What follows belongs to an exercise in optimizing a design on an open flow for small area, a short achievable clock period and few clock cycles; a production flow would make more cautious choices. At most, simulation tests tie the RTL to the original design; equivalence was not proved. Power figures rest on the tool's default switching activity, not on a simulated workload.

==> flow/design.v (excerpt) <==
module dz3_tile_scrambler (
    input  wire        clk,
    input  wire        rst_n,
    input  wire        cmd_valid,
    output reg         cmd_ready,
    input  wire        cmd_dir,
    input  wire [63:0] cmd_block,
    input  wire [63:0] cmd_page,
    input  wire [63:0] cmd_slot,
    input  wire        in_valid,
    output reg         in_ready,
    input  wire [63:0] in_data,
    output reg         out_valid,
    output reg  [63:0] out_data,
    output reg         res_valid,
    output reg         res_crc_ok
);
    localparam [31:0] RESIDUE = 32'hB798_B438;
    localparam [9:0]  BEAT_CMD = 10'd398;
    localparam [9:0]  BEAT_LAST = 10'd515;
    reg [63:0] p_sr, s_sr, b_sr;
    reg [3:0]  b_h;                 
    reg [2:0]  pcol_n, qcol_n;      
    reg [2:0]  pcol_c, qcol_c;      
    reg        pq_c;                
    reg        fa_c;                
    reg [6:0]  jc;                  
    reg        wrapped;
    reg        eng;                 
    reg        dir_n;               
    function [2:0] popc6;
        input [5:0] x;
        reg s1, c1, s2, c2, h, hc, b1, b2;
        begin
            {c1, s1} = x[0] + x[1] + x[2];
            {c2, s2} = x[3] + x[4] + x[5];
            {hc, h}  = s1 + s2;
            {b2, b1} = c1 + c2 + hc;
            popc6 = {b2, b1, h};
        end
    endfunction
    function [2:0] popc7;
        input [6:0] x;
        reg s1, c1, s2, c2, s3, c3, b1, b2;
        begin
            {c1, s1} = x[0] + x[1] + x[2];
            {c2, s2} = x[3] + x[4] + x[5];
            {c3, s3} = s1 + s2 + x[6];
            {b2, b1} = c1 + c2 + c3;
            popc7 = {b2, b1, s3};
        end
    endfunction
    wire [13:0] p_h, s_h;
    genvar gk;
    generate
        for (gk = 0; gk < 14; gk = gk + 1) begin : g_hist
            assign p_h[gk] = s_sr[63-gk] & (jc > gk);
            assign s_h[gk] = b_sr[63-gk] & (jc > gk);
        end
    endgenerate
    wire [2:0] pcol_nx = popc6({p_h[13], p_h[11], !p_h[7], p_h[4], !p_h[1], !p_sr[1]});
    wire [2:0] qcol_nx = popc7({s_h[7], !s_h[2], s_sr[1], b_h[3], b_h[1], b_h[0], !b_sr[1]});
    wire [2:0] pcol_n0 = 3'd2 + !cmd_page[0];
    wire [2:0] qcol_n0 = 3'd1 + cmd_slot[0] + !cmd_block[0];
    wire [3:0] pcol_sum = pcol_n + pcol_c;
  ...
Size: ~1,700 cells after synthesis, about 420 flip-flops, about 330 I/O pins, roughly 21,000 um2 of cells after synthesis.
==> flow/config.mk <==
export PLATFORM = sky130hd
export DESIGN_NAME = dz3_tile_scrambler
export DESIGN_NICKNAME = dz3_tile_scrambler
export VERILOG_FILES = /design/flow/design.v
export SDC_FILE = /design/flow/constraint.sdc
export NUM_CORES = 4
export LEC_CHECK = 0
export CAP_MARGIN = 20
export CORE_MARGIN = 2
export CORE_UTILIZATION = 70
export PLACE_DENSITY = 0.8
export SLEW_MARGIN = 20
==> flow/constraint.sdc <==
create_clock -name core_clock -period 10.0 [get_ports {clk}]
set_input_delay 2.0000 -clock core_clock [delete_from_list [all_inputs] [get_ports {clk}]]
set_output_delay 2.0000 -clock core_clock [all_outputs]
set_load 0.01 [all_outputs]
standard.sh (not shown) runs the stock make flow with config.mk's settings and CLKGATE_MAP_FILE= SYNTH_SCRIPT=/design/flow/synth_recipe.tcl, a recipe that flattens the netlist after the stock synthesis.
==> flow/flow/run.sh <==
#!/bin/bash
# The standard layout (standard.sh), with:
#  - plain buf_1 cells as the port buffers,
#  - a larger setup margin for timing repair,
#  - clock tree: clkbuf_16 root, clkbuf_8 below it, larger sink clusters, no dummy loads.
set -euo pipefail
bash standard.sh \
  BUFFER_PORTS_ARGS="-buffer_cell sky130_fd_sc_hd__buf_1" \
  SETUP_SLACK_MARGIN=6.95 \
  CTS_ARGS="-sink_clustering_enable -repair_clock_nets -dont_use_dummy_load -root_buf sky130_fd_sc_hd__clkbuf_16 -buf_list sky130_fd_sc_hd__clkbuf_8 -sink_clustering_size 16 -sink_clustering_max_diameter 50" \
  finish > standard.log 2>&1
Edit:
--- a/flow/design.v
+++ b/flow/design.v
@@ -9,25 +9,29 @@
     input  wire [63:0] cmd_slot,
     input  wire        in_valid,
     output reg         in_ready,
     input  wire [63:0] in_data,
     output reg         out_valid,
     output reg  [63:0] out_data,
     output reg         res_valid,
     output reg         res_crc_ok
 );
     localparam [31:0] RESIDUE = 32'hB798_B438;
     localparam [9:0]  BEAT_CMD = 10'd398;
     localparam [9:0]  BEAT_LAST = 10'd515;
-    reg [63:0] p_sr, s_sr, b_sr;
+    localparam [63:0] SR_INV = 64'hAAAA_AAAA_AAAA_AAAA;
+    reg  [63:0] p_r, s_r, b_r;
+    wire [63:0] p_sr = p_r ^ SR_INV;
+    wire [63:0] s_sr = s_r ^ SR_INV;
+    wire [63:0] b_sr = b_r ^ SR_INV;
     reg [3:0]  b_h;                 
     reg [2:0]  pcol_n, qcol_n;      
     reg [2:0]  pcol_c, qcol_c;      
     reg        pq_c;                
     reg        fa_c;                
     reg [6:0]  jc;                  
     reg        wrapped;
     reg        eng;                 
     reg        dir_n;               
     function [2:0] popc6;
         input [5:0] x;
         reg s1, c1, s2, c2, h, hc, b1, b2;
@@ -559,76 +563,79 @@
     always @(*) begin
         in_ready_n = in_ready;
         if (take)
             in_ready_n = 1'b1;
         else if (adv & last)
             in_ready_n = 1'b0;
         beat_n = beat;
         if (step_en)
             beat_n = take_sel ? 10'd0 : beat + 10'd1;
     end
     always @(posedge clk) begin
         if (!rst_n) begin
-            cmd_ready <= 1'b1;
+            cmd_ready <= 1'b0;
             in_ready  <= 1'b0;
             eng       <= 1'b0;
             out_valid <= 1'b0;
             first1    <= 1'b0;
             last1     <= 1'b0;
             last2     <= 1'b0;
             res_valid <= 1'b0;
         end else begin
-            cmd_ready <= !eng & !accept & (!in_ready | (beat >= BEAT_CMD));
+            cmd_ready <= !eng & !accept & jc[6] & (!in_ready | (beat >= BEAT_CMD));
             in_ready  <= in_ready_n;
             if (accept)
                 eng <= 1'b1;
             else if (take)
                 eng <= 1'b0;
             out_valid <= adv;
             first1    <= adv & (beat == 10'd0);
             last1     <= adv & last;
             last2     <= last1;
             res_valid <= last2;
         end
     end
     always @(posedge clk) begin
-        if (cmd_ready) begin
-            p_sr    <= cmd_page;
-            s_sr    <= cmd_slot;
-            b_sr    <= cmd_block;
+        p_r <= ({fa_sum & eng, p_sr[63:1]}  | ({64{accept}} & cmd_page)) ^ SR_INV;
+        s_r <= ({p_sr[0] & eng, s_sr[63:1]} | ({64{accept}} & cmd_slot)) ^ SR_INV;
+        b_r <= ({s_sr[0] & eng, b_sr[63:1]} | ({64{accept}} & cmd_block)) ^ SR_INV;
+        if (accept) begin
             b_h     <= 4'd0;
             pcol_n  <= pcol_n0;
             qcol_n  <= qcol_n0;
             pcol_c  <= 3'd3;
             qcol_c  <= 3'd2;
             pq_c    <= 1'b0;
             fa_c    <= 1'b1;
             jc      <= 7'd0;
             wrapped <= 1'b0;
             dir_n   <= cmd_dir;
         end else begin
-            p_sr    <= {fa_sum, p_sr[63:1]};
-            s_sr    <= {p_sr[0], s_sr[63:1]};
-            b_sr    <= {s_sr[0], b_sr[63:1]};
             b_h     <= {b_h[2:0], b_sr[0]};
             pcol_n  <= pcol_nx;
             qcol_n  <= qcol_nx;
             pcol_c  <= pcol_sum[3:1];
             qcol_c  <= qcol_sum[3:1];
             pq_c    <= pq_co;
             fa_c    <= fa_co;
-            if (jc == 7'd68) begin
-                jc      <= 7'd46;
-                wrapped <= 1'b1;
-            end else begin
+            if (!rst_n || take) begin
+                jc      <= 7'd0;
+            end else if (eng) begin
+                if (jc == 7'd68) begin
+                    jc      <= 7'd46;
+                    wrapped <= 1'b1;
+                end else begin
+                    jc      <= jc + 7'd1;
+                end
+            end else if (!jc[6]) begin
                 jc      <= jc + 7'd1;
             end
         end
         if (step_en)
             lfsr <= take_sel ? seed : step[86:64];
         if (take)
             dir  <= dir_n;
         beat     <= beat_n;
         out_data <= result;
         plain_r  <= dir ? result : in_data;
         beat1 <= adv;
         if (beat1)
After rerunning:
- sequential power went down by about 7%
- design area goes down by 4.2%
- first-iteration DRC count goes down by 33%
- worst hold slack got worse by 0.11 ns
- die area decreases by 5.4%
Testbench counts after the change, summed over its fixed seeds: cycles 67,152.
No functional check of the RTL was part of the first run of this note.

[what the ideal ports hide]
The results above use ideal ports. As a check the final layouts listed here were re-extracted and re-timed, cells and wires unchanged.
Step 1: set_driving_cell puts a clkbuf_16 on clk and a buf_2 on each other input, an assumption about the parent block.
Step 2, shift: input delay + t, output delay - t, t = (earliest + latest rising clock arrival at the registers) / 2. This alone moves slack from input paths to output paths.
Three values: ideal, step 1, step 2; two values: the first two.
| run | t (ns) | setup slack, ns | hold WS [ns] | latest minus earliest clock arrival (ns) | worst register clock-pin slew, ns |
|---|---|---|---|---|---|
| the first run | 0.539 | 6.931 / 6.902 / 6.578 | 0.448 / 0.448 / 0.448 | 0.076 / 0.076 | 0.10 / 0.10 |
| the second run | 0.536 | 6.960 / 6.919 / 6.554 | 0.343 / 0.343 / 0.343 | 0.067 / 0.067 | 0.10 / 0.10 |
After both steps every run listed still meets setup and hold. For the second run, which loses most, drivers alone change the setup slack by -0.041 ns; drivers and shift together by -0.406 ns.
